Source: an optimization exercise on an open RTL-to-GDS flow (aim: small area, a short achievable clock period and few clock cycles). Production flows keep margins and buffers that such runs may drop. Only simulation tests tie the RTL to the original design; equivalence was not proved.

Design blade_blend, start of the top module:
module blade_blend (
    input  wire        clk,
    input  wire        rst,
    input  wire        in_valid,
    output wire        in_ready,
    input  wire [1:0]  in_kind,
    input  wire        in_last,
    input  wire [19:0] in_red,
    input  wire [19:0] in_grn,
    input  wire [19:0] in_blu,
    input  wire [19:0] in_alp,
    input  wire [2:0]  in_op,
    input  wire [19:0] in_gal,
    output reg         out_valid,
    output wire [19:0] out_red,
    output wire [19:0] out_grn,
    output wire [19:0] out_blu,
    output wire [1:0]  out_cls
);
Size in the first run: roughly 9500 cells after synthesis, ~320 flip-flops.
Settings: LEC_CHECK=0, ABC_AREA=1, CAP_MARGIN=20, CORE_MARGIN=2, CORE_UTILIZATION=40, PLACE_DENSITY=0.6, SLEW_MARGIN=20; clock period 26.0 ns.
standard.sh (not shown) runs the stock make flow with config.mk's settings and CLKGATE_MAP_FILE= SYNTH_SCRIPT=/design/flow/synth_recipe.tcl, a recipe that flattens the netlist after the stock synthesis.
==> flow/flow/run.sh <==
#!/bin/bash
# The standard layout (standard.sh: the standard flow's own ORFS flow, standard synthesis
# unchanged), with repair_timing aiming at a setup slack margin well above 0
# so that the layout is optimised for a short achieved period (clock period
# less setup slack). The clock, the I/O delays and the SDC are unchanged.
# The margin is higher up to clock tree synthesis than after global routing,
# where a high margin mostly grows the area. Each ORFS step writes its full
# log under orfs/logs/; make's output goes to make_*.log in this folder.
set -euo pipefail
bash standard.sh SETUP_SLACK_MARGIN=18 cts > make_cts.log 2>&1
bash standard.sh SETUP_SLACK_MARGIN=17 finish > make_finish.log 2>&1
Testbench counts at the start, summed over its fixed seeds: cycles 48,888.
Change:
--- a/flow/flow/run.sh
+++ b/flow/flow/run.sh
@@ -9,3 +9,3 @@
 set -euo pipefail
-bash standard.sh SETUP_SLACK_MARGIN=18 cts > make_cts.log 2>&1
-bash standard.sh SETUP_SLACK_MARGIN=17 finish > make_finish.log 2>&1
+bash standard.sh SETUP_SLACK_MARGIN=19 cts > make_cts.log 2>&1
+bash standard.sh SETUP_SLACK_MARGIN=18 finish > make_finish.log 2>&1
What happened: Wire length rose by about 5%. Utilization climbs by 2.7 points. Worst hold slack barely changes. Area after synthesis is unchanged. Critical path depth is higher by 5.
Change:
--- a/flow/flow/run.sh
+++ b/flow/flow/run.sh
@@ -9,3 +9,3 @@
 set -euo pipefail
-bash standard.sh SETUP_SLACK_MARGIN=19 cts > make_cts.log 2>&1
-bash standard.sh SETUP_SLACK_MARGIN=18 finish > make_finish.log 2>&1
+bash standard.sh SETUP_SLACK_MARGIN=18.5 cts > make_cts.log 2>&1
+bash standard.sh SETUP_SLACK_MARGIN=17 finish > make_finish.log 2>&1
=> Routed wire length drops by 4.4%; via count drops by 2.5%; synthesized area does not change; maximum frequency drops by 2.8%; cell count drops by 1.6%; clock skew stays flat; setup slack degrades by 0.22 ns; cell area drops by 4.9%; utilization drops by 2.3 points.
Change:
--- a/flow/flow/run.sh
+++ b/flow/flow/run.sh
@@ -9,3 +9,3 @@
 set -euo pipefail
-bash standard.sh SETUP_SLACK_MARGIN=18.5 cts > make_cts.log 2>&1
+bash standard.sh SETUP_SLACK_MARGIN=17.5 cts > make_cts.log 2>&1
 bash standard.sh SETUP_SLACK_MARGIN=17 finish > make_finish.log 2>&1
Effect: Final cell count decreases by about 0.43%. Routed wire length decreases by 0.84%. Non-clock buffer count decreases by 45.
Change:
--- a/flow/flow/run.sh
+++ b/flow/flow/run.sh
@@ -9,3 +9,3 @@
 set -euo pipefail
-bash standard.sh SETUP_SLACK_MARGIN=17.5 cts > make_cts.log 2>&1
+bash standard.sh SETUP_SLACK_MARGIN=18.5 cts > make_cts.log 2>&1
 bash standard.sh SETUP_SLACK_MARGIN=17 finish > make_finish.log 2>&1
- CORE_UTILIZATION: 40 -> 55
- PLACE_DENSITY: 0.6 -> 0.7
Result: Register-to-register slack gains 0.61 ns. Design area grows slightly. Wire length shrinks by a few percent. Worst setup slack gains 0.63 ns. Die area shrinks by a quarter to a third. Count of clock-buffer cells in the layout grows by 3. Core utilization grows by 17 points. Non-clock buffer count grows by 52.

-- re-timing with driven ports --
No port has a modelled driver above. Below, the same layouts with a new extraction and two added sets of constraints.
Step 1 (the two cells are an assumption about what drives the block):
set clk [get_ports {clk}]
set_driving_cell -lib_cell sky130_fd_sc_hd__clkbuf_16 $clk
set_driving_cell -lib_cell sky130_fd_sc_hd__buf_2 [delete_from_list [all_inputs] $clk]
Step 2 adds t to the input delays and takes it off the output delays; t is the mean of the earliest and latest rising clock arrival at the registers after step 1. Input paths then give back, and output paths get back, about the clock's delay inside the block.
Slacks: no drivers / after step 1 / after step 2; pairs: no drivers / after step 1.
run | t, ns | setup slack, ns | latest minus earliest clock arrival (ns) | slew at the worst register clock pin (ns)
the first run | 0.728 | 17.719 / 17.719 / 17.072 | 0.023 / 0.023 | 0.07 / 0.07
the second run | 0.740 | 18.430 / 18.430 / 18.065 | 0.020 / 0.020 | 0.07 / 0.07
the third run | 0.734 | 18.210 / 18.210 / 17.612 | 0.021 / 0.021 | 0.07 / 0.07
the fourth run | 0.730 | 17.327 / 17.340 / 16.657 | 0.025 / 0.025 | 0.07 / 0.07
the fifth run | 0.704 | 17.954 / 17.954 / 17.485 | 0.034 / 0.033 | 0.07 / 0.07
After both steps setup and hold are still met in every run listed. The setup slack of the fourth run, which loses most, moves by +0.013 ns with the drivers and by -0.670 ns with both steps.
